This design comes from an exercise in tuning for small area, a short achievable clock period and few clock cycles on the open sky130 flow, not from production work.
The RTL was checked by simulation tests, not by an equivalence proof against the original design.
Power figures rest on the tool's default switching activity, not on a simulated workload.

### design/flow/design.v
module ang_track (
    input  wire        clk,
    input  wire        rst,             
    input  wire        load,
    input  wire [63:0] load_angle,
    input  wire [63:0] load_speed,
    input  wire [47:0] load_t,
    input  wire [15:0] load_k,
    input  wire [15:0] cfg_ppr,
    input  wire [3:0]  cfg_kp,
    input  wire [3:0]  cfg_ks,
    input  wire        cmd_valid,
    output wire        cmd_ready,
    input  wire        cmd_epoch,       
    input  wire [47:0] cmd_t,
    output reg         res_valid,
    output wire [63:0] res_angle,
    output wire [31:0] res_speed
);
    reg [63:0] theta;
    reg [63:0] spd;
    reg [47:0] tt;
    reg [15:0] k;
    reg [15:0] bhi;         
    reg [63:0] pub;
    reg [15:0] ppr;
    reg [3:0]  kp;
    reg [3:0]  ks;
    reg [47:0] pitch;       
    reg [7:0]  zc;          
    reg [8:0]  zoh;         
    reg        zall;        
    reg        st_idle, st_pset, st_pdiv, st_sub, st_set, st_run;
    reg        t_mul;       
    reg        t_pred;      
    reg        t_diff;      
    reg        t_shift;     
    reg        t_upd;       
    reg        t_sks;       
    reg        t_cmp;       
    reg        p_div;       
    reg        p_add;       
    reg        th_done;     
    reg        p_done;      
    reg        ep;
    reg        rsel;        
    reg        gt;          
    reg [47:0] dt;          
    reg [79:0] acc;         
    reg [4:0]  mi;          
    reg        b_neg, b_two, b_zero;    
    reg [64:0] qd;          
    reg [47:0] rm;          
    reg [3:0]  s8;          
    reg [5:0]  dn;          
    reg        dv_fin;      
    reg [15:0] rs;          
    reg [47:0] qm;          
    reg [4:0]  sn;          
    reg        sd_busy;
    reg [3:0]  sc;          
    reg [14:0] qlo;         
    reg        brw_r;       
    wire fin = st_run && (th_done || t_cmp) && (p_done || p_add);
    assign cmd_ready = st_idle || fin;
    assign res_angle = rsel ? (gt ? acc[79:16] : pub) : theta;
    assign res_speed = spd[47:16];
    wire ld_ok  = st_idle || st_pset || st_pdiv;
    wire accept = cmd_valid && cmd_ready && !load;
    wire [16:0] k1     = {1'b0, k} + 17'd1;
    wire        wrap   = !(k1 < {1'b0, ppr});
    wire [15:0] kn     = wrap ? 16'd0 : k1[15:0];
    wire [15:0] bn     = wrap ? bhi + 16'd1 : bhi;
    function [6:0] blen64(input [63:0] v);
        integer i;
        begin
            blen64 = 7'd0;
            for (i = 0; i < 64; i = i + 1)
                if (v[i]) blen64 = i + 1;
        end
    endfunction
    wire [6:0] p_len  = blen64({48'd0, ppr});
    wire       p_pow2 = ((ppr & (ppr - 16'd1)) == 16'd0);
    wire [6:0] bd_len = blen64({16'd0, dt});
    wire [7:0] zq     = (st_pset ? 8'd14 : zc) + {1'b0, bd_len};
    wire [3:0] s8_set = (bd_len == 7'd0) ? 4'd0 :
                        (zq[7:3] >= 5'd6) ? 4'd6 : {1'b0, zq[5:3]};
    wire [5:0] dn_set = 6'd32 - {s8_set, 2'd0};
    wire       dv_go  = st_pdiv || st_run || (st_set && !ep);
    wire [3:0] s8e    = st_set ? s8_set : s8;
    wire [5:0] dne    = st_set ? dn_set : dn;
    reg        sk8;
    integer    zi;
    always @(*) begin
        sk8 = zall;
        for (zi = 0; zi < 9; zi = zi + 1)
            sk8 = sk8 | (zoh[zi] & (|(dt >> zi)));
    end
    wire       skip   = st_set ? sk8 : (s8 != 4'd0);
    wire [49:0] dtx    = {1'b0, dt, 1'b0};
    function [2:0] field(input [49:0] v, input [4:0] j);
        integer i;
        begin
            field = 3'd0;
            for (i = 0; i < 25; i = i + 1)
                if (j == i) field = v[2*i +: 3];
        end
    endfunction
    wire [4:0]  fidx   = mi - 5'd1;
    wire [2:0]  fnext  = field(dtx, fidx);
    reg  [47:0] lead;
    reg         top2;
    reg  [2:0]  fset;
    reg  [4:0]  mset;
    integer     li;
    always @(*) begin
        for (li = 0; li < 48; li = li + 1)
            lead[li] = dt[li] && (li == 47 ? 1'b1 : !(|(dt >> (li + 1))));
        top2 = 1'b0;
        fset = 3'd0;
        mset = 5'd0;
        for (li = 1; li < 48; li = li + 1) begin
            if (li % 2 == 0)
                top2 = top2 | (lead[li] & dt[li-1]);
            fset = fset | ({3{lead[li]}} & dtx[2*((li+1)/2 - 1) +: 3]);
            mset = mset | ({5{lead[li]}} & ((li + 1) / 2 - 1));
        end
    end
    wire        mul1   = (dt[47:1] == 47'd0);    
    wire op_diff = t_diff && !sd_busy;
    wire op_sub  = p_div && dv_fin && th_done;
    wire op_add  = p_add;
    wire [14:0] kmask  = ~(15'h7FFF << ks);
    wire        brw    = (qlo < (spd[14:0] & kmask));
    wire [64:0] b_mag  = b_zero ? 65'd0 : b_two ? {spd, 1'b0} : {1'b0, spd};
    wire [79:0] b_term = {15'd0, b_mag} ^ {80{b_neg}};
    wire [63:0] meas   = {bhi, qm};
    wire        cin_hi = t_cmp || (op_add && !brw_r) || st_sub;
    wire [63:0] x_hi = ({64{t_mul}}            & acc[77:14]) |
                       ({64{t_pred || t_cmp}}  & acc[79:16]) |
                       ({64{t_upd}}            & ~acc[79:16]) |
                       ({64{op_diff}}          & ~meas) |
                       ({64{op_sub || op_add}} & qd[63:0]) |
                       ({64{st_sub}}           & {16'd0, dt});
    wire [15:0] x_lo = {16{t_mul}} & {acc[13:0], 2'b00};
    wire [63:0] y_hi = ({64{t_mul}}                      & b_term[79:16]) |
                       ({64{t_pred || op_diff || t_upd}} & theta) |
                       ({64{t_cmp}}                      & ~pub) |
                       ({64{op_sub}}                     & ~acc[79:16]) |
                       ({64{op_add}}                     & spd) |
                       ({64{st_sub}}                     & {16'hFFFF, ~tt});
    wire [15:0] y_lo = t_mul ? b_term[15:0] : {16{cin_hi}};
    wire        cin  = (t_mul && b_neg) || cin_hi;
    wire [80:0] sum  = {1'b0, x_hi, x_lo} + {1'b0, y_hi, y_lo} + {80'd0, cin};
    wire [63:0] s_hi = sum[79:16];
    wire        cout = sum[80];
    reg         tl_r, jn_r;
    wire        d_tail = st_run && tl_r;
    wire        d_junc = st_run && jn_r;
    wire [5:0]  dn_nx  = skip ? dne : dne - 6'd1;
    wire [51:0] d_rr   = {2'b00, rm, d_tail ? 2'b00 : qd[63:62]};
    wire [51:0] d_n1   = ~{4'd0, dt};
    wire [51:0] d_n2   = ~{3'd0, dt, 1'b0};
    wire [51:0] d_t1   = d_rr + d_n1 + 52'd1;
    wire [51:0] d_t2   = d_rr + d_n2 + 52'd1;
    wire [51:0] d_cs   = d_rr ^ d_n1 ^ d_n2;
    wire [51:0] d_cc   = {(d_rr[50:0] & d_n1[50:0]) | (d_rr[50:0] & d_n2[50:0]) |
                          (d_n1[50:0] & d_n2[50:0]), 1'b0};
    wire [51:0] d_t3   = d_cs + d_cc + 52'd2;
    wire [1:0]  d_q    = !d_t3[51] ? 2'd3 : !d_t2[51] ? 2'd2 :
                         !d_t1[51] ? 2'd1 : 2'd0;
    wire [47:0] d_r2   = !d_t3[51] ? d_t3[47:0] : !d_t2[51] ? d_t2[47:0] :
                         !d_t1[51] ? d_t1[47:0] : d_rr[47:0];
    wire [16:0] s_sh1  = {rs, 1'b0};
    wire [17:0] s_df1  = {1'b0, s_sh1} - {2'b00, ppr};
    wire        s_f1   = !s_df1[17];
    wire [15:0] s_r1   = s_f1 ? s_df1[15:0] : s_sh1[15:0];
    wire [16:0] s_sh2  = {s_r1, 1'b0};
    wire [17:0] s_df2  = {1'b0, s_sh2} - {2'b00, ppr};
    wire        s_f2   = !s_df2[17];
    wire [15:0] s_r2   = s_f2 ? s_df2[15:0] : s_sh2[15:0];
    always @(posedge clk) begin
        if (sn != 5'd0) begin
            rs <= s_r2;
            qm <= {qm[45:0], s_f1, s_f2};
            sn <= sn - 5'd1;
            if (sn == 5'd1)
                sd_busy <= 1'b0;
        end
        if (dv_go) begin
            tl_r <= (dn_nx <= {3'd0, ks[3:1]});
            jn_r <= ks[0] && (dn_nx == {3'd0, ks[3:1]} + 6'd1);
            if (skip) begin
                rm <= {rm[39:0], qd[63:56]};
                qd <= {qd[64], qd[55:0], 8'd0};
                s8 <= s8e - 4'd1;
                dn <= dne;
                if (s8e == 4'd1 && dne == 6'd0)
                    dv_fin <= 1'b1;
            end else if (st_set || dn != 6'd0) begin
                rm <= d_r2;
                if (d_tail)
                    qlo <= {qlo[12:0], d_q};
                else if (d_junc) begin
                    qd  <= {qd[64], qd[62:0], d_q[1]};
                    qlo <= {qlo[13:0], d_q[0]};
                end else
                    qd <= {qd[64], qd[61:0], d_q};
                s8 <= 4'd0;
                dn <= dne - 6'd1;
                if (dne == 6'd1)
                    dv_fin <= 1'b1;
            end
        end
        if (res_valid && rsel && gt)
            pub <= acc[79:16];
        res_valid <= 1'b0;
        if (st_sub) begin
            dt     <= s_hi[47:0];               
            if (!ep)
                tt <= dt;
            rm     <= 48'd0;
            qlo    <= 15'd0;
            dv_fin <= 1'b0;
            st_sub <= 1'b0;
            st_set <= 1'b1;
        end
        if (st_pset) begin
            zc      <= {1'b0, p_len} - 8'd2 - {7'd0, p_pow2};
            for (zi = 0; zi < 9; zi = zi + 1)
                zoh[zi] <= ({1'b0, p_len} - 8'd2 - {7'd0, p_pow2} == 8'd7 - zi);
            zall    <= ({1'b0, p_len} - 8'd2 - {7'd0, p_pow2} >= 8'd7) &&
                       ({1'b0, p_len} < 8'd2 + {7'd0, p_pow2} ? 1'b0 : 1'b1);
            rs      <= kn;
            sn      <= 5'd24;
            sd_busy <= 1'b1;
            rm      <= 48'd0;
            s8      <= s8_set;
            dn      <= dn_set;
            dv_fin  <= 1'b0;
            st_pset <= 1'b0;
            st_pdiv <= 1'b1;
        end
        if (st_pdiv && dv_fin) begin
            pitch   <= qd[47:0];
            st_pdiv <= 1'b0;
            st_idle <= 1'b1;
        end
        if (st_set) begin
            acc    <= (dt == 48'd0) ? 80'd0 :
                      top2 ? {15'd0, spd, 1'b0} : {16'd0, spd};
            mi     <= mset;
            b_neg  <= fset[2] && !(fset[1] && fset[0]);
            b_two  <= (fset == 3'b011) || (fset == 3'b100);
            b_zero <= (fset == 3'b000) || (fset == 3'b111);
            if (mul1)
                t_pred <= 1'b1;
            else
                t_mul  <= 1'b1;
            th_done <= 1'b0;
            p_done  <= ep;
            if (ep) begin
                s8 <= 4'd0;
                dn <= 6'd0;
            end else
                p_div <= 1'b1;
            st_set <= 1'b0;
            st_run <= 1'b1;
        end
        if (t_mul) begin
            acc    <= sum[79:0];
            mi     <= fidx;
            b_neg  <= fnext[2] && !(fnext[1] && fnext[0]);
            b_two  <= (fnext == 3'b011) || (fnext == 3'b100);
            b_zero <= (fnext == 3'b000) || (fnext == 3'b111);
            if (mi == 5'd0) begin
                t_mul  <= 1'b0;
                t_pred <= 1'b1;
            end
        end
        if (t_pred) begin
            acc[79:16] <= s_hi;
            t_pred     <= 1'b0;
            if (ep)
                t_cmp  <= 1'b1;
            else begin
                theta  <= s_hi;
                t_diff <= 1'b1;
            end
        end
        if (op_diff) begin
            acc[79:16] <= s_hi;
            sc         <= kp;
            t_diff     <= 1'b0;
            if (kp == 4'd0)
                t_upd   <= 1'b1;
            else
                t_shift <= 1'b1;
            rs      <= kn;
            sn      <= 5'd24;
            sd_busy <= 1'b1;
        end
        if (t_shift) begin
            if (sc[3:2] != 2'd0) begin
                acc[79:16] <= {{4{acc[79]}}, acc[79:20]};
                sc         <= sc - 4'd4;
            end else begin
                acc[79:16] <= {acc[79], acc[79:17]};
                sc         <= sc - 4'd1;
            end
            if (sc == 4'd4 || sc == 4'd1) begin
                t_shift <= 1'b0;
                t_upd   <= 1'b1;
            end
        end
        if (t_upd) begin
            theta      <= s_hi;
            acc[79:16] <= spd;
            sc         <= ks;
            t_upd      <= 1'b0;
            if (ks == 4'd0)
                th_done <= 1'b1;
            else
                t_sks   <= 1'b1;
        end
        if (t_sks) begin
            if (sc[3:2] != 2'd0) begin
                acc[79:16] <= {{4{acc[79]}}, acc[79:20]};
                sc         <= sc - 4'd4;
            end else begin
                acc[79:16] <= {acc[79], acc[79:17]};
                sc         <= sc - 4'd1;
            end
            if (sc == 4'd4 || sc == 4'd1) begin
                t_sks   <= 1'b0;
                th_done <= 1'b1;
            end
        end
        if (t_cmp) begin
            gt      <= cout;
            t_cmp   <= 1'b0;
            th_done <= 1'b1;
        end
        if (op_sub) begin
            qd[63:0] <= s_hi;
            brw_r    <= brw;
            p_div    <= 1'b0;
            p_add    <= 1'b1;
        end
        if (op_add) begin
            spd    <= s_hi;
            p_add  <= 1'b0;
            p_done <= 1'b1;
        end
        if (fin) begin
            res_valid <= 1'b1;
            rsel      <= ep;
            st_run    <= 1'b0;
            st_idle   <= 1'b1;
        end
        if (accept) begin
            ep      <= cmd_epoch;
            dt      <= cmd_t;
            qd      <= {1'b0, pitch, 16'd0};
            st_idle <= 1'b0;
            st_sub  <= 1'b1;
            if (!cmd_epoch) begin
                k   <= kn;
                bhi <= bn;
            end
        end
        if (load && ld_ok) begin
            theta   <= load_angle;
            pub     <= load_angle;
            spd     <= load_speed;
            tt      <= load_t;
            k       <= load_k;
            bhi     <= load_angle[63:48];
            ppr     <= cfg_ppr;
            kp      <= cfg_kp;
            ks      <= cfg_ks;
            dt      <= {32'd0, cfg_ppr};
            qd      <= {1'b0, 64'h0001_0000_0000_0000};
            st_idle <= 1'b0;
            st_pdiv <= 1'b0;
            st_pset <= 1'b1;
        end
        if (rst) begin
            st_idle   <= 1'b1;
            st_pset   <= 1'b0;
            st_pdiv   <= 1'b0;
            st_sub    <= 1'b0;
            st_set    <= 1'b0;
            st_run    <= 1'b0;
            t_mul     <= 1'b0;
            t_pred    <= 1'b0;
            t_diff    <= 1'b0;
            t_shift   <= 1'b0;
            t_upd     <= 1'b0;
            t_cmp     <= 1'b0;
            p_div     <= 1'b0;
            t_sks     <= 1'b0;
            p_add     <= 1'b0;
            res_valid <= 1'b0;
            sn        <= 5'd0;
            sd_busy   <= 1'b0;
        end
    end
endmodule
### design/flow/run.sh
#!/bin/bash
# synth_recipe.tcl (not shown) runs the flow's synth.tcl, then flattens the netlist and writes it again
# the make line also repeats each setting of config.mk as NAME=value (left out here)
make -C /OpenROAD-flow-scripts/flow DESIGN_CONFIG=/design/flow/config.mk WORK_HOME=/design/flow/orfs CLKGATE_MAP_FILE= SYNTH_SCRIPT=/design/flow/synth_recipe.tcl finish
### design/flow/config.mk
export PLATFORM = sky130hd
export DESIGN_NAME = ang_track
export DESIGN_NICKNAME = ang_track
export VERILOG_FILES = /design/flow/design.v
export SDC_FILE = /design/flow/constraint.sdc
export NUM_CORES = 4
export LEC_CHECK = 0
export CAP_MARGIN = 20
export CORE_MARGIN = 2
export CORE_UTILIZATION = 40
export SETUP_SLACK_MARGIN = 4
export SLEW_MARGIN = 20
### design/flow/constraint.sdc
create_clock -name core_clock -period 10.0 [get_ports {clk}]
set_input_delay 2.0000 -clock core_clock [delete_from_list [all_inputs] [get_ports {clk}]]
set_output_delay 2.0000 -clock core_clock [all_outputs]
set_load 0.01 [all_outputs]
==> impl_metrics.toml, run 1 <==
[status]
outcome = "no timing/DRC/antenna violations"

[yosys]
synth_top_family_by_area = "compound AO/OA/AOI/OAI gates"
ys_top_cells_by_area = "edfxtp_1 26%, ha_1 7.4%, nand2_1 7.2%"
synth_compound_area_frac = 0.247
muxShareOfSynthArea = 0.0531
synth_commonest_cells = "1,181 x nand2_1, 625 x nor2_1, 539 x edfxtp_1"
synthAdderAreaFrac = 0.0916
synth_cell_type_count = 98
syn_avg_cell_area_um2 = 8.24
synth.most_common_cell = "nand2_1"
synth_flop_cell = "edfxtp_1"
syn_nets = 8198
synth-simple-area-share = 0.189
synth_top_area_share = 0.262
yosysTopAreaCell = "edfxtp_1"
synth_edf_count = 539
syn_inst = 7509
synth-xor-area-share = 0.0454
synthArstFlopShare = 0
yosysWarnings = 2
syn_area_um2 = 61900
synth-seq-cells = 733
seq_area_frac_synth = 0.324

[routing]
avgViaCountPerCell = 6.54
wl_mm = 293
num_vias = 63400
wire_per_inst_um = 30.3
route.detailed.drc = 0
drt_iter0_drc = 9069
drt_first_pass_iters = 9
ant_nets = 0

[global_routing]
antenna_found_initial = 24
grt_pass1_wl_mm = 416
grt_pass1_vias = 59400
grt_usage = 0.356
grt_overflow = 0
grt_max_degree = 136

[cts]
worstSkewPairLatency_ns = 0.72
cts_root_buf = "clkbuf_16"
cts_made_buffers = 89
cts_htree_levels = 3
cts_buffer_depth = 3
postCtsHoldBufs = 0
cts_tree = "done"
clock-sinks = 733
path_clk_slew_ns = 0.06

[critical_path]
worst_setup_path_start_kind = "register"
crit_family = "compound AO/OA/AOI/OAI gates"
cp-end-kind = "register"
slowest_delay_ns = 0.92
worstPathRequired_ns = 10.53
path_cells = "inv_4 -> buf_6 -> o22ai_1 -> a211o_1 -> a221o_1 -> ha_1 -> nand2_1 -> o21ai_0 -> o21ai_0 -> and3_1 -> a21oi_2 -> nor2_1 -> o31ai_1 -> a21boi_0 -> xnor2_1 -> a222oi_1 -> o22ai_1"
slowest_stage = "xnor2_1"
cp_data_arrival_time_ns = 6.50
worst-path-buf-inv = 2
path_class = "reg -> reg"
crit_fanout = 40

[floorplan]
die_width_um = 397
core_area_um2 = 154000
die_area_um2 = 158000
initial_utilization = 0.402
io_pins = 367
die_h_um = 397
rows = 144

[finish]
final_util = 0.460
syn_to_final_growth_pct = 14.4
final_nets = 8247
fin_cells = 9681
drive_above_1_share = 0.0659

[timing]
max_slew_margin = 0.149
worst_pin_slew_ns = 1.27
fin_setup_tns_ns = 0
period_needed_ns = 5.97
fin_crit_sh = 0.597
fin_worst_skew_ns = 0.0409
rsz0062_at_grt = "yes"
setup_violations = 0
hold_viol_final = 0
max_freq_mhz = 167
drv_slew = 0

[power]
cellLeakagePower_nw = 28.2
irDropWorstVdd_uv = 170
p_per_area_nw_per_um2 = 231

[hold_path]
min_path_type = "reg -> reg"

[place]
io_buffers = 366
post-dp-hpwl_mm = 218
dp.cells = 9488
gp_congestion = 1.05

[flow_run]
maxCapViolations = 0
[cell families after synthesis]
family | after synthesis
buffers and inverters | 768
XOR/XNOR | 321
multiplexers | 324
AND/OR/NAND/NOR | 2643
AO/OA/AOI/OAI | 2298
adder cells (fa/ha/maj) | 422
flip-flops | 733
[flip-flops by register name (all words and copies together) (netlist names), 64 cells and up]
signal	count
acc	80
pub	64
spd	64
qd	64
theta	64
[final cells by class]
class / count / area (um2)
multi-input cells: 6010 / 39200
clock inverters: 51 / 589
repair buffers: 537 / 5050
well taps: 2044 / 2560
flip-flops and latches: 733 / 20100
diodes: 5 / 12.5
inverters: 187 / 718
clock buffers: 114 / 2520
fillers: 15100 / 83100
[cell usage in the layout, fill, tap and decap left out, types with 110 or more instances in the layout]
cell | Yosys | final
mux2i_1 | 290 | 290
o211ai_1 | 110 | 110
xor2_1 | 141 | 138
o21ai_0 | 498 | 489
edfxtp_1 | 539 | 539
xnor2_1 | 180 | 172
a21o_1 | 136 | 135
a211oi_1 | 115 | 112
nor3_1 | 133 | 129
o22ai_1 | 111 | 111
nor2_1 | 625 | 622
inv_1 | 182 | 177
ha_1 | 368 | 368
dfxtp_1 | 194 | 186
clkdlybuf4s50_1 | 0 | 366
nand3_1 | 252 | 250
buf_4 | 33 | 158
a21oi_1 | 536 | 531
nand2_1 | 1181 | 1174
[where the power goes]
group	leakage (nW)	total (mW)	switching, mW	internal [mW]
logic	19.9	8.22	5.02	3.21
clock network	1.50	3.55	1.50	2.05
registers	6.81	4.58	0.679	3.91
total	28.2	16.4	7.19	9.16
[timing repair]
action	in CTS	in global routing
gates resized for setup	29	36
gates cloned	0	2
setup buffers	2	19
endpoints found under the hold margin	0	0
setup endpoints to repair	220	189
pin swaps	0	5
[stage by stage]
stage	hold slack, ns	power (mW)	worst slack [ns]	instance area (um2)
6_report	0.453	16.4	4.03	70800
4_1_cts	0.448	16.1	4.00	70400
3_5_place_dp	0.437	12.5	3.06	67200
3_3_place_gp	0.424	12.4	3.17	67200
5_1_grt	0.459	17.2	3.95	70700
2_1_floorplan	0.418	9.97	4.36	61900
[final timing paths]
kind | startpoint | to | slack (ns) | cells after the start
min | qm[40]$_DFFE_PP_ | qm[42]$_DFFE_PP_ | 0.45 | 0
min reg2reg | qm[40]$_DFFE_PP_ | qm[42]$_DFFE_PP_ | 0.45 | 0
max reg2reg | t_cmp$_SDFF_PP0_ | acc[51]$_DFFE_PP_ | 4.03 | 17
max | t_cmp$_SDFF_PP0_ | acc[51]$_DFFE_PP_ | 4.03 | 17
[metal layers]
layer  vias to the layer above  GRT usage  wire length, um
met5                         -          0               78
met4                        12      0.198            18900
met3                       837     0.0843            32500
met2                      3937      0.548           127000
met1                     30700      0.459           114000
li1                      27900          -                -
Testbench counts, summed over its fixed seeds: cycles 109,837.
==> run 2: changes to the inputs <==
--- a/design/flow/design.v
+++ b/design/flow/design.v
@@ -128,6 +128,5 @@
     end
     wire        mul1   = (dt[47:1] == 47'd0);    
-    wire op_diff = t_diff && !sd_busy;
-    wire op_sub  = p_div && dv_fin && th_done;
+    reg  op_diff, op_sub;
     wire op_add  = p_add;
     wire [14:0] kmask  = ~(15'h7FFF << ks);
@@ -158,5 +157,5 @@
     wire        d_tail = st_run && tl_r;
     wire        d_junc = st_run && jn_r;
-    wire [5:0]  dn_nx  = skip ? dne : dne - 6'd1;
+    wire [5:0]  dn_nx  = skip ? dn : dn - 6'd1;
     wire [51:0] d_rr   = {2'b00, rm, d_tail ? 2'b00 : qd[63:62]};
     wire [51:0] d_n1   = ~{4'd0, dt};
@@ -180,5 +179,15 @@
     wire        s_f2   = !s_df2[17];
     wire [15:0] s_r2   = s_f2 ? s_df2[15:0] : s_sh2[15:0];
+    wire dvf_set = dv_go && !st_set && ((skip && s8 == 4'd1 && dn == 6'd0) ||
+                                        (!skip && dn == 6'd1));
+    wire dvf_nx  = (dv_fin || dvf_set) && !st_sub;
+    wire thd_nx  = (th_done || (t_upd && ks == 4'd0) ||
+                    (t_sks && (sc == 4'd4 || sc == 4'd1)) || t_cmp) && !st_set;
+    wire pdv_nx  = (p_div && !op_sub) || (st_set && !ep);
+    wire tdf_nx  = (t_diff && !op_diff) || (t_pred && !ep);
+    wire sdb_nx  = op_diff || st_pset || (sd_busy && sn != 5'd1);
     always @(posedge clk) begin
+        op_diff <= tdf_nx && !sdb_nx && !rst;
+        op_sub  <= pdv_nx && dvf_nx && thd_nx && !rst;
         if (sn != 5'd0) begin
             rs <= s_r2;
@@ -189,6 +198,6 @@
         end
         if (dv_go) begin
-            tl_r <= (dn_nx <= {3'd0, ks[3:1]});
-            jn_r <= ks[0] && (dn_nx == {3'd0, ks[3:1]} + 6'd1);
+            tl_r <= !st_set && (dn_nx <= {3'd0, ks[3:1]});
+            jn_r <= !st_set && ks[0] && (dn_nx == {3'd0, ks[3:1]} + 6'd1);
             if (skip) begin
                 rm <= {rm[39:0], qd[63:56]};
@@ -196,5 +205,5 @@
                 s8 <= s8e - 4'd1;
                 dn <= dne;
-                if (s8e == 4'd1 && dne == 6'd0)
+                if (!st_set && s8 == 4'd1 && dn == 6'd0)
                     dv_fin <= 1'b1;
             end else if (st_set || dn != 6'd0) begin
@@ -209,5 +218,5 @@
                 s8 <= 4'd0;
                 dn <= dne - 6'd1;
-                if (dne == 6'd1)
+                if (!st_set && dn == 6'd1)
                     dv_fin <= 1'b1;
             end
--- a/design/flow/config.mk
+++ b/design/flow/config.mk
@@ -9,4 +9,4 @@
 export CORE_MARGIN = 2
 export CORE_UTILIZATION = 40
-export SETUP_SLACK_MARGIN = 4
+export SETUP_SLACK_MARGIN = 5
 export SLEW_MARGIN = 20
==> impl_metrics.toml, run 2 <==
[status]
outcome = "no timing/DRC/antenna violations"

[critical_path]
r2r_cells = 27
cp.depth = 27
cp_data_arrival_time_ns = 5.81
crit_fanout = 3
worst_setup_path_start_kind = "register"
worstPathRequired_ns = 10.61
crit_family = "compound AO/OA/AOI/OAI gates"
slowest_stage = "edfxtp_1"
path_class = "reg -> reg"
slowest_delay_ns = 0.49
worst-path-buf-inv = 1
cp-end-kind = "register"

[power]
irDropWorstVdd_uv = 179
comb_power_share = 0.552
cellLeakagePower_nw = 29.6
internal_power_mw = 9.92
p_sw_mw = 8.59
p_per_area_nw_per_um2 = 245
clkPwrFrac = 0.193
swShare = 0.464
seq_power_share = 0.255

[global_routing]
grt_use_met3 = 0.122
grtUsageMet1 = 0.527
grt_pass1_vias = 62400
use_met2 = 0.581
grt_overflow = 0
grt_usage = 0.401
grt_max_degree = 146
grt_busiest_layer = "met2"
antenna_found_initial = 33
grt_pass1_wl_mm = 464

[hold_path]
min_path_type = "reg -> reg"
hold_depth = 0

[yosys]
ys_top_cells_by_area = "edfxtp_1 26%, ha_1 7.4%, dfxtp_1 6.2%"
syn_avg_cell_area_um2 = 8.36
syn_inst = 7514
synth_top_area_share = 0.258
synth-seq-cells = 735
synth_edf_count = 539
synth.most_common_cell = "nand2_1"
synth_commonest_cells = "986 x nand2_1, 618 x a21oi_1, 596 x nor2_1"
yosysTopAreaCell = "edfxtp_1"
seq_area_frac_synth = 0.320
synth_flop_cell = "edfxtp_1"
synthArstFlopShare = 0
synth_cell_type_count = 98
syn_area_um2 = 62800
yosysWarnings = 2
syn_nets = 8204

[cts]
worstSkewPairLatency_ns = 0.76
cts_buffer_depth = 3
cts_made_buffers = 90
path_clk_slew_ns = 0.07
cts_htree_levels = 3
cts_root_buf = "clkbuf_16"
postCtsHoldBufs = 0
clock-sinks = 735
cts_tree = "done"

[floorplan]
die_area_um2 = 160000
initial_utilization = 0.402
die_width_um = 400
rows = 145
core_area_um2 = 156000
die_h_um = 400
io_pins = 367

[finish]
syn_to_final_growth_pct = 20.5
drive_above_1_share = 0.123
largest_reg_flops = 80
largest-register = "acc"
final_nets = 8485
most-common-layout-cells = "974 x nand2_1, 594 x a21oi_1, 579 x nor2_1"
fin_cells = 9945
final_common_cell = "nand2_1"

[place]
dp.cells = 9514
place_ws_ns = 2.98
io_buffers = 366
post-dp-hpwl_mm = 246
gp_congestion = 1.06

[flow_run]
maxCapViolations = 0

[timing]
post-route-worst-setup-slack_ns = 4.79
max_slew_margin = 0.112
worst_pin_slew_ns = 1.32
fin_crit_sh = 0.521
rsz0062_at_grt = "yes"
max_freq_mhz = 192
drv_slew = 0
setup_violations = 0
hold_viol_final = 0
fin_worst_skew_ns = 0.0506
whs_ns = 0.447
fin_setup_tns_ns = 0
period_needed_ns = 5.21

[routing]
drt_iter0_drc = 9833
drt_first_pass_iters = 9
num_vias = 67400
route.detailed.drc = 0
wl_mm = 336
avgViaCountPerCell = 6.78
ant_nets = 0
wire_per_inst_um = 33.8
==> run 2: worst paths after layout <==
kind | from | to | slack, ns
max | dt[5]$_DFFE_PP_ | dn[4]$_DFF_P_ | 4.79
min | qm[15]$_DFFE_PP_ | qm[17]$_DFFE_PP_ | 0.45
max reg2reg | dt[5]$_DFFE_PP_ | dn[4]$_DFF_P_ | 4.79
min reg2reg | qm[15]$_DFFE_PP_ | qm[17]$_DFFE_PP_ | 0.45
==> run 2: per-layer routing <==
layer,wire (um),part of all wire
met1,130000,0.39
met2,139000,0.41
met3,44400,0.13
met4,23100,0.069
met5,133,0.00040
==> run 2: kinds of logic after synthesis <==
logic type / count (synthesis) / synth area share
AO/OA/AOI/OAI: 2521 / 0.269
multiplexers: 312 / 0.0499
XOR/XNOR: 321 / 0.0448
AND/OR/NAND/NOR: 2410 / 0.175
buffers and inverters: 794 / 0.0510
adder cells (fa/ha/maj): 421 / 0.0901
flip-flops: 735 / 0.320
==> run 2: timing repair <==
| item | 4_1_cts | 5_1_grt |
|---|---|---|
| buffers inserted | 163 | 65 |
| gates resized for setup | 286 | 217 |
| cloned | 8 | 10 |
| pin swaps | 51 | 71 |
| setup endpoints to repair | 414 | 277 |
==> run 2: power groups by stage <==
stage	sequential [mW]	clock (mW)	combinational [mW]
4_1_cts	4.66	3.58	9.52
2_1_floorplan	4.26	0	6.43
3_3_place_gp	4.75	0	8.98
6_report	4.71	3.58	10.2
5_1_grt	4.71	3.68	10.9
3_5_place_dp	4.75	0	9.02
==> run 2: layout make-up <==
cell class	count	area, um2
multi-input combinational	5988	41200
clock buffer	119	2540
antenna	16	40.0
inverter	208	927
sequential	735	20200
clock inverter	49	581
timing repair buffer	772	7630
tap	2058	2570
fill	15000	80400
==> run 2: per-stage QoR <==
stage	cell area, um2	utilization	total power [mW]
after floorplan	62800	-	10.7
after global placement	68100	0.436	13.7
after detailed placement	68100	0.437	13.8
after CTS	73900	0.474	17.8
after global routing	75600	0.485	19.3
final	75700	0.485	18.5
Testbench counts of run 2, summed over its fixed seeds: cycles 109,837.
==> run 3: changes to the inputs <==
--- a/design/flow/config.mk
+++ b/design/flow/config.mk
@@ -8,5 +8,6 @@
 export CAP_MARGIN = 20
 export CORE_MARGIN = 2
-export CORE_UTILIZATION = 40
+export CORE_UTILIZATION = 55
+export PLACE_DENSITY = 0.7
 export SETUP_SLACK_MARGIN = 5
 export SLEW_MARGIN = 20
==> impl_metrics.toml, run 3 <==
[yosys]
synth_cell_type_count = 98
yosysTopAreaCell = "edfxtp_1"
syn_area_um2 = 62800
seq_area_frac_synth = 0.320
syn_nets = 8204
synthArstFlopShare = 0
synth.most_common_cell = "nand2_1"
synth_top_area_share = 0.258
yosysWarnings = 2
syn_avg_cell_area_um2 = 8.36
synth_edf_count = 539
synth_flop_cell = "edfxtp_1"
syn_inst = 7514
ys_top_cells_by_area = "edfxtp_1 26%, ha_1 7.4%, dfxtp_1 6.2%"
synth-seq-cells = 735
synth_commonest_cells = "986 x nand2_1, 618 x a21oi_1, 596 x nor2_1"

[routing]
routed.top_layer = "met5"
drt_iter0_drc = 12600
num_vias = 68900
wl_met3_mm = 51.7
avgViaCountPerCell = 7.38
wire_per_inst_um = 33.1
wl_met1_mm = 108
ant_nets = 0
met2WireLength_mm = 122
wl_mm = 310
drt_first_pass_iters = 8
route.detailed.drc = 0

[cts]
cts_root_buf = "clkbuf_16"
postCtsHoldBufs = 0
path_clk_slew_ns = 0.07
worstSkewPairLatency_ns = 0.74
cts_htree_levels = 3
clock-sinks = 735
cts_buffer_depth = 3
cts_made_buffers = 85
cts_tree = "done"

[critical_path]
crit_fanout = 7
cp-end-kind = "register"
cp_data_arrival_time_ns = 5.72
worst_setup_path_start_kind = "register"
path_class = "reg -> reg"
worstPathRequired_ns = 10.44

[hold_path]
min_path_type = "reg -> reg"

[finish]
postLayoutCellArea_um2 = 74400
most-common-layout-cells = "971 x nand2_1, 597 x a21oi_1, 581 x nor2_1"
syn_to_final_growth_pct = 18.4
final_common_cell = "nand2_1"
largest_reg_flops = 80
final_nets = 8442
drive_above_1_share = 0.117
largest-register = "acc"
fin_cells = 9341

[place]
gp_congestion = 1.09
placed_cell_area_um2 = 67200
io_buffers = 366
dp.cells = 8933
post-dp-hpwl_mm = 220
place_ws_ns = 3.41

[timing]
fin_setup_tns_ns = 0
max_slew_margin = 0.160
hold_viol_final = 0
rsz0062_at_grt = "yes"
fin_worst_skew_ns = 0.0350
drv_slew = 0
setup_violations = 0
max_freq_mhz = 190
post-route-worst-setup-slack_ns = 4.73
worst_pin_slew_ns = 1.25
period_needed_ns = 5.27
fin_crit_sh = 0.527

[global_routing]
grt_pass1_vias = 62700
grt_max_degree = 205
grt_pass1_wl_mm = 434
grt_usage = 0.505
grt_overflow = 0
antenna_found_initial = 21

[floorplan]
initial_utilization = 0.557
core_area_um2 = 113000
die_h_um = 342
rows = 123
die_width_um = 342
io_pins = 367
die_area_um2 = 117000

[power]
cellLeakagePower_nw = 29.4
p_per_area_nw_per_um2 = 245
p_total_mw = 18.2
irDropWorstVdd_uv = 428

[status]
outcome = "no timing/DRC/antenna violations"

[flow_run]
maxCapViolations = 0
## run 3: cell types whose count changed in the layout (fill, tap and decap cells not counted), moves of 6 or more
| cell | previous run | this run |
|---|---|---|
| clkbuf_1 | 17 | 11 |
| buf_4 | 335 | 303 |
| clkbuf_16 | 103 | 91 |
| xor2_1 | 124 | 118 |
| xor2_2 | 7 | 15 |
| xnor2_1 | 170 | 164 |
## run 3: report_power, final
part | total [mW] | internal, mW | switching (mW)
combinational | 10.0 | 3.93 | 6.10
sequential | 4.67 | 3.93 | 0.738
clock | 3.51 | 2.02 | 1.50
## run 3: logic make-up after synthesis
logic type      count (synthesis)  share of synthesized area
compound gates               2521                      0.269
fa+ha+maj                     421                     0.0901
flops                         735                      0.320
buf+inv                       794                     0.0510
simple gates                 2410                      0.175
xor+xnor                      321                     0.0448
mux                           312                     0.0499
## run 3: critical path, stage by stage (launching register included)
cell	delay, ns
dfxtp_4	0.36
buf_12	0.14
or3_4	0.46
buf_12	0.20
buf_16	0.16
a221o_1	0.42
ha_2	0.46
nand2_1	0.19
nor3_2	0.30
o21ai_0	0.19
a31oi_1	0.20
o211ai_1	0.11
buf_4	0.19
and4b_2	0.24
o41a_1	0.50
nand3b_1	0.30
a21oi_2	0.13
xor2_1	0.14
buf_4	0.16
o221ai_1	0.12
## run 3: metrics by stage
stage                      util  hold WS (ns)
after floorplan               -         0.416
after global placement    0.596         0.433
after detailed placement  0.596         0.435
after CTS                 0.644         0.443
after global routing      0.659         0.449
final                     0.659         0.452
## run 3: path summary, 6_finish.rpt
| path | to | depth (start not counted) | startpoint | slack (ns) |
|---|---|---|---|---|
| worst max-delay path | acc[75]$_DFFE_PP_ | 19 | t_upd$_SDFF_PP0_ | 4.73 |
| worst min-delay path | qd[56]$_SDFFE_PP0P_ | 1 | pitch[40]$_DFFE_PP_ | 0.45 |
| worst min register to register | qd[56]$_SDFFE_PP0P_ | 1 | pitch[40]$_DFFE_PP_ | 0.45 |
| worst max register to register | acc[75]$_DFFE_PP_ | 19 | t_upd$_SDFF_PP0_ | 4.73 |
## run 3: timing repair
| item | CTS | global route |
|---|---|---|
| gates resized for setup | 243 | 219 |
| cloned | 10 | 5 |
| endpoints found under the setup margin | 479 | 328 |
| setup buffers | 135 | 81 |
| pin swaps | 51 | 49 |
## run 3: area by class of cell
cell class | instances | area [um2]
Multi-Input combinational cell | 5987 | 41100
Fill cell | 9321 | 38500
Sequential cell | 735 | 20200
Timing Repair Buffer | 735 | 7220
Clock buffer | 105 | 2300
Tap cell | 1500 | 1880
Inverter | 208 | 916
Clock inverter | 55 | 721
Antenna cell | 16 | 40.0
## run 3: layer usage
metal  track usage  up-vias
met5       0.00817        -
met4         0.331       18
met3         0.194     1609
met2         0.708     6370
met1         0.643    32300
li1              -    28600
==> run 4: changes to the inputs <==
--- a/design/flow/config.mk
+++ b/design/flow/config.mk
@@ -8,6 +8,5 @@
 export CAP_MARGIN = 20
 export CORE_MARGIN = 2
-export CORE_UTILIZATION = 55
-export PLACE_DENSITY = 0.7
-export SETUP_SLACK_MARGIN = 5
+export CORE_UTILIZATION = 40
+export SETUP_SLACK_MARGIN = 4
 export SLEW_MARGIN = 20
==> impl_metrics.toml, run 4 <==
[timing]
whs_ns = 0.452
worst_pin_slew_ns = 1.19
setup_violations = 0
rsz0062_at_grt = "no"
fin_crit_sh = 0.604
drv_slew = 0
fin_setup_tns_ns = 0
max_slew_margin = 0.199
period_needed_ns = 6.04
fin_worst_skew_ns = 0.0448
max_freq_mhz = 166
hold_viol_final = 0
post-route-worst-setup-slack_ns = 3.96

[finish]
final_common_cell = "nand2_1"
final_nets = 8272
largest-register = "acc"
syn_to_final_growth_pct = 14.5
largest_reg_flops = 80
final_util = 0.461
regArea_um2 = 20100
fin_cells = 9729
most-common-layout-cells = "980 x nand2_1, 614 x a21oi_1, 585 x nor2_1"
multi_input_area_um2 = 39900
postLayoutCellArea_um2 = 71900
fill_cells = 15400
drive_above_1_share = 0.0691

[yosys]
synth-seq-cells = 735
synth_cell_type_count = 98
syn_area_um2 = 62800
synth_commonest_cells = "986 x nand2_1, 618 x a21oi_1, 596 x nor2_1"
ys_top_cells_by_area = "edfxtp_1 26%, ha_1 7.4%, dfxtp_1 6.2%"
syn_inst = 7514
seq_area_frac_synth = 0.320
synth_top_area_share = 0.258
synth_flop_cell = "edfxtp_1"
synth.most_common_cell = "nand2_1"
yosysTopAreaCell = "edfxtp_1"
syn_nets = 8204
yosysWarnings = 2
syn_avg_cell_area_um2 = 8.36
synth_edf_count = 539
synthArstFlopShare = 0

[power]
cellLeakagePower_nw = 28.1
irDropWorstVdd_uv = 179
p_total_mw = 17.8
p_per_area_nw_per_um2 = 247

[routing]
drt_first_pass_iters = 7
route.detailed.drc = 0
drt_iter0_drc = 10000
ant_nets = 0
num_vias = 65500
wire_per_inst_um = 33.1
avgViaCountPerCell = 6.73
wl_mm = 322

[floorplan]
io_pins = 367
rows = 145
initial_utilization = 0.402
die_width_um = 400
die_h_um = 400
core_area_um2 = 156000
die_area_um2 = 160000

[hold_path]
hold_depth = 0
min_path_type = "reg -> reg"

[cts]
cts_made_buffers = 91
cts_htree_levels = 3
worstSkewPairLatency_ns = 0.75
clock-sinks = 735
cts_tree = "done"
cts_root_buf = "clkbuf_16"
path_clk_slew_ns = 0.07
cts_buffer_depth = 3

[critical_path]
cp.depth = 16
cp-end-kind = "register"
crit_family = "compound AO/OA/AOI/OAI gates"
crit_path_end = "acc[79]$_DFFE_PP_"
reg2reg_slack_ns = 3.96
r2r_cells = 16
crit_top_cell = "or3_1"
crit_start = "t_mul$_SDFF_PP0_"
slowest_delay_ns = 0.74
crit_fanout = 52
r2r-end = "acc[79]$_DFFE_PP_"
r2r_start = "t_mul$_SDFF_PP0_"
worst_setup_path_start_kind = "register"
worst-path-buf-inv = 1
cp_data_arrival_time_ns = 6.48
slowest_stage = "dfxtp_4"
path_cells = "buf_4 -> a22oi_1 -> o221ai_1 -> a221o_1 -> ha_1 -> nand4_1 -> or3_1 -> or3_1 -> o21ba_2 -> o211ai_1 -> and4b_1 -> o41a_1 -> nand3b_1 -> a41oi_1 -> xnor2_1 -> o21ai_0"
path_class = "reg -> reg"
worstPathRequired_ns = 10.44

[place]
post-dp-hpwl_mm = 241
gp_congestion = 1.04
dp.cells = 9511
placed_cell_area_um2 = 68100
io_buffers = 366
place_ws_ns = 3.42

[global_routing]
grt_overflow = 0
grt_pass1_wl_mm = 450
grt_max_degree = 125
grt_pass1_vias = 60300
antenna_found_initial = 35
grt_usage = 0.387

[status]
outcome = "no timing/DRC/antenna violations"

[flow_run]
maxCapViolations = 0
run 4: worst min-delay path by stage:
stage,from,to,slack [ns]
after floorplan,sd_busy$_SDFFE_PP0P_,op_diff$_DFF_P_,0.42
after global placement,qm[4]$_DFFE_PP_,qm[6]$_DFFE_PP_,0.43
after detailed placement,qm[4]$_DFFE_PP_,qm[6]$_DFFE_PP_,0.44
after CTS,qm[4]$_DFFE_PP_,qm[6]$_DFFE_PP_,0.45
after global routing,qm[4]$_DFFE_PP_,qm[6]$_DFFE_PP_,0.46
final,qm[4]$_DFFE_PP_,qm[6]$_DFFE_PP_,0.45
run 4: cell families (layout without fill, tap and decap cells):
logic type / Yosys count / after routing / synth area share
xor+xnor: 321 / 321 / 0.0448
other cells: 0 / 10 / 0
fa+ha+maj: 421 / 421 / 0.0901
flops: 735 / 735 / 0.320
compound gates: 2521 / 2521 / 0.269
simple gates: 2410 / 2410 / 0.175
mux: 312 / 312 / 0.0499
buf+inv: 794 / 941 / 0.0510
run 4: layer usage:
layer	share of wire	GRT usage	vias to the layer above
met3	0.13	0.104	764
li1	-	-	28300
met1	0.40	0.524	31800
met5	0.00057	0	-
met2	0.42	0.567	4623
met4	0.057	0.190	28
run 4: cell type report:
type / instances / area share
Inverter: 208 / 0.0113
Antenna cell: 10 / 0.000348
Timing Repair Buffer: 561 / 0.0729
Multi-Input combinational cell: 5985 / 0.555
Tap cell: 2058 / 0.0358
Clock inverter: 51 / 0.00942
Clock buffer: 121 / 0.0348
Sequential cell: 735 / 0.280
run 4: what timing repair did:
action	4_1_cts	5_1_grt
pin swaps	1	4
setup buffers	7	29
gates resized for setup	15	48
endpoints found under the setup margin	104	113
hold buffers	0	0
run 4: power breakdown:
part | internal, mW | total (mW) | switching, mW
clock network | 2.11 | 3.65 | 1.54
logic | 3.54 | 9.43 | 5.89
registers | 3.93 | 4.68 | 0.747
total | 9.58 | 17.8 | 8.18
==> run 5: changes to the inputs <==
--- a/design/flow/design.v
+++ b/design/flow/design.v
@@ -63,5 +63,5 @@
     reg        brw_r;       
     wire fin = st_run && (th_done || t_cmp) && (p_done || p_add);
-    assign cmd_ready = st_idle || fin;
+    assign cmd_ready = st_idle || (fin && !st_sub) || (t_pred && ep);
     assign res_angle = rsel ? (gt ? acc[79:16] : pub) : theta;
     assign res_speed = spd[47:16];
@@ -135,7 +135,7 @@
     wire [79:0] b_term = {15'd0, b_mag} ^ {80{b_neg}};
     wire [63:0] meas   = {bhi, qm};
-    wire        cin_hi = t_cmp || (op_add && !brw_r) || st_sub;
+    wire        cin_hi = (op_add && !brw_r) || st_sub;
     wire [63:0] x_hi = ({64{t_mul}}            & acc[77:14]) |
-                       ({64{t_pred || t_cmp}}  & acc[79:16]) |
+                       ({64{t_pred}}           & acc[79:16]) |
                        ({64{t_upd}}            & ~acc[79:16]) |
                        ({64{op_diff}}          & ~meas) |
@@ -145,5 +145,4 @@
     wire [63:0] y_hi = ({64{t_mul}}                      & b_term[79:16]) |
                        ({64{t_pred || op_diff || t_upd}} & theta) |
-                       ({64{t_cmp}}                      & ~pub) |
                        ({64{op_sub}}                     & ~acc[79:16]) |
                        ({64{op_add}}                     & spd) |
@@ -347,5 +346,5 @@
         end
         if (t_cmp) begin
-            gt      <= cout;
+            gt      <= (acc[79:16] >= pub);
             t_cmp   <= 1'b0;
             th_done <= 1'b1;
@@ -364,7 +363,7 @@
         if (fin) begin
             res_valid <= 1'b1;
-            rsel      <= ep;
+            rsel      <= t_cmp;
             st_run    <= 1'b0;
-            st_idle   <= 1'b1;
+            st_idle   <= !st_sub;
         end
         if (accept) begin
--- a/design/flow/config.mk
+++ b/design/flow/config.mk
@@ -9,4 +9,4 @@
 export CORE_MARGIN = 2
 export CORE_UTILIZATION = 40
-export SETUP_SLACK_MARGIN = 4
+export SETUP_SLACK_MARGIN = 5
 export SLEW_MARGIN = 20
==> impl_metrics.toml, run 5 <==
[timing]
rsz0062_at_grt = "yes"
drv_slew = 0
hold_viol_final = 0
max_slew_margin = 0.206
fin_worst_skew_ns = 0.0398
max_freq_mhz = 186
setup_violations = 0
post-route-worst-setup-slack_ns = 4.64
worst_pin_slew_ns = 1.19
fin_crit_sh = 0.536
fin_setup_tns_ns = 0
period_needed_ns = 5.36

[critical_path]
worstPathRequired_ns = 10.43
r2r-end = "rs[2]$_DFFE_PP_"
r2r_start = "ppr[6]$_DFFE_PP_"
reg2reg_slack_ns = 4.64
path_class = "reg -> reg"
cp-end-kind = "register"
crit_fanout = 7
worst_setup_path_start_kind = "register"
r2r_cells = 24
cp_data_arrival_time_ns = 5.80

[place]
placed_cell_area_um2 = 68600
post-dp-hpwl_mm = 234
io_buffers = 366
place_ws_ns = 2.73
gp_congestion = 1.01

[finish]
final_nets = 8676
fill_cells = 15000
largest-register = "acc"
largest_reg_flops = 80
regArea_um2 = 20200
drive_above_1_share = 0.138
most-common-layout-cells = "892 x nand2_1, 639 x nor2_1, 556 x a21oi_1"
multi_input_area_um2 = 41900
final_common_cell = "nand2_1"
syn_to_final_growth_pct = 21.6
postLayoutCellArea_um2 = 76800

[power]
p_total_mw = 21.0
comb_power_share = 0.604
seq_power_share = 0.229
irDropWorstVdd_uv = 333
clkPwrFrac = 0.166
p_sw_mw = 10.1
internal_power_mw = 11.0
swShare = 0.478
p_per_area_nw_per_um2 = 274
cellLeakagePower_nw = 30.4

[cts]
clock-sinks = 735
cts_htree_levels = 3
postCtsHoldBufs = 0
worstSkewPairLatency_ns = 0.74
cts_buffer_depth = 3
cts_root_buf = "clkbuf_16"
path_clk_slew_ns = 0.06
cts_tree = "done"
cts_made_buffers = 89

[routing]
wire_per_inst_um = 32.1
avgViaCountPerCell = 6.65
wl_mm = 323
drt_iter0_drc = 10300
drt_first_pass_iters = 9
ant_nets = 0
route.detailed.drc = 0
num_vias = 67000

[global_routing]
grt_max_degree = 154
use_met2 = 0.554
grtUsageMet1 = 0.519
grt_overflow = 0
grt_busiest_layer = "met2"
grt_use_met3 = 0.0872
grt_usage = 0.379
grt_pass1_wl_mm = 450
grt_pass1_vias = 61900
antenna_found_initial = 17

[yosys]
yosysTopAreaCell = "edfxtp_1"
ys_top_cells_by_area = "edfxtp_1 26%, ha_1 8.6%, dfxtp_1 6.2%"
syn_avg_cell_area_um2 = 8.34
yosysWarnings = 2
seq_area_frac_synth = 0.318
synth.most_common_cell = "nand2_1"
synth_cell_type_count = 96
synth_flop_cell = "edfxtp_1"
synth-seq-cells = 735
synth_commonest_cells = "908 x nand2_1, 659 x nor2_1, 589 x a21oi_1"
synth_top_area_share = 0.256
syn_nets = 8324
synthArstFlopShare = 0
syn_inst = 7571
synth_edf_count = 539
syn_area_um2 = 63200

[flow_run]
maxCapViolations = 0

[floorplan]
rows = 145
initial_utilization = 0.403
die_h_um = 401
die_width_um = 401
core_area_um2 = 157000
io_pins = 367
die_area_um2 = 161000

[status]
outcome = "no timing/DRC/antenna violations"

[hold_path]
min_from = "pitch[42]$_DFFE_PP_"
hold_depth = 2
min_path_type = "reg -> reg"
holdPathEnd = "qd[58]$_SDFFE_PP0P_"
[run 5: cell count changes after synthesis, moves of 62 or more]
cell	delta
o22ai_1	+64
nor2_1	+63
ha_1	+63
inv_1	+108
nand2_1	-78
o211ai_1	-62
[run 5: routing by layer]
metal,up-vias,share of wire,wire (um)
met5,-,0.00025,80
met4,12,0.066,21300
met3,923,0.13,40800
met2,4745,0.41,132000
met1,32300,0.40,129000
li1,29000,-,-
[run 5: layout make-up]
type,instances,area share
Antenna cell,10,0.000326
Clock buffer,123,0.0322
Clock inverter,45,0.00708
Inverter,312,0.0169
Multi-Input combinational cell,5961,0.546
Sequential cell,735,0.263
Tap cell,2058,0.0335
Timing Repair Buffer,824,0.102
[run 5: worst max-delay path: stages, from the launching register on]
cell      delay (ns)
edfxtp_1        0.44
inv_2           0.12
ha_4            0.21
a21o_1          0.20
a21o_1          0.19
a21oi_2         0.15
o21ai_1         0.09
a21o_1          0.18
a21oi_2         0.14
nor2b_1         0.07
o21ai_1         0.18
a21oi_2         0.12
ha_1            0.30
nor2b_4         0.14
o21ai_4         0.13
a21boi_2        0.08
o211ai_1        0.28
a21oi_2         0.13
or4_4           0.54
a41o_1          0.24
a31o_4          0.25
a221oi_4        0.38
buf_6           0.21
mux2i_1         0.21
o22ai_1         0.10
[run 5: power groups by stage]
stage / clock network [mW] / logic (mW) / registers, mW
global placement: 0 / 10.8 / 4.86
CTS: 3.50 / 11.9 / 4.77
global route: 3.61 / 13.6 / 4.83
finish: 3.50 / 12.7 / 4.83
floorplan: 0 / 7.79 / 4.36
detailed placement: 0 / 10.8 / 4.85
[run 5: worst max path at each step]
stage	start	endpoint	slack (ns)	depth (start not counted)
6_report	ppr[6]$_DFFE_PP_	rs[2]$_DFFE_PP_	4.64	24
5_1_grt	ppr[6]$_DFFE_PP_	rs[4]$_DFFE_PP_	4.52	24
4_1_cts	ppr[1]$_DFFE_PP_	rs[2]$_DFFE_PP_	4.80	22
3_5_place_dp	tl_r$_DFFE_PN_	qd[1]$_SDFFE_PP0P_	2.73	22
3_3_place_gp	tl_r$_DFFE_PN_	qd[1]$_SDFFE_PP0P_	2.65	22
2_1_floorplan	ppr[1]$_DFFE_PP_	rs[10]$_DFFE_PP_	4.81	25
[run 5: logic make-up (layout without fill, tap and decap cells)]
logic type	Yosys count	after routing	share of synthesized area
compound gates	2486	2488	0.259
other cells	0	10	0
fa+ha+maj	484	484	0.102
xor+xnor	325	325	0.0451
simple gates	2323	2325	0.165
flops	735	735	0.318
buf+inv	879	1304	0.0555
mux	339	339	0.0546
[run 5: per-stage QoR]
stage / utilization / hold WS, ns / cells
finish: 0.491 / 0.434 / 10100
global route: 0.491 / 0.460 / 10100
CTS: 0.477 / 0.436 / 9942
detailed placement: 0.438 / 0.421 / 9586
global placement: 0.438 / 0.417 / 9585
floorplan: - / 0.408 / 7571
[run 5: what timing repair did]
item                       4_1_cts  5_1_grt
pin swaps                       82      117
setup endpoints to repair      413      312
resized for setup              329      257
cloned                           7        9
setup buffers                  181      107
Testbench counts of run 5, summed over its fixed seeds: cycles 106,338.

what the ideal ports hide:
In the flow no input, the clock included, has a driving cell. The finished layouts below were timed again as built, in two steps. Step 1 sets driving cells, clkbuf_16 on the clock port and buf_2 on the other inputs (assumed; they add their load-dependent delay and slew). Step 2 moves the port delays by t, midway between the first and last clock arrival at a register: inputs arrive t later, outputs are due t later. That takes back most of the time a late clock gives input paths. Three values: no drivers, after step 1, after step 2; two values: the first two.
run	t, ns	setup WS [ns]	hold WS [ns]	slew at the worst register clock pin (ns)	cell pins on the clock port's net
run 1	0.780	4.028 / 4.028 / 4.028	0.453 / 0.453 / 0.453	0.08 / 0.08	1
run 2	0.823	4.794 / 4.794 / 4.186	0.447 / 0.447 / 0.447	0.07 / 0.07	1
run 3	0.810	4.728 / 4.728 / 4.262	0.452 / 0.452 / 0.452	0.07 / 0.07	1
run 4	0.818	3.962 / 3.962 / 3.962	0.452 / 0.452 / 0.452	0.07 / 0.07	1
run 5	0.809	4.636 / 4.636 / 4.368	0.434 / 0.434 / 0.434	0.07 / 0.07	1
After both steps every run listed still meets setup and hold. The setup slack of run 2, which loses most, moves by 0.000 ns with the drivers and by -0.608 ns with both steps.
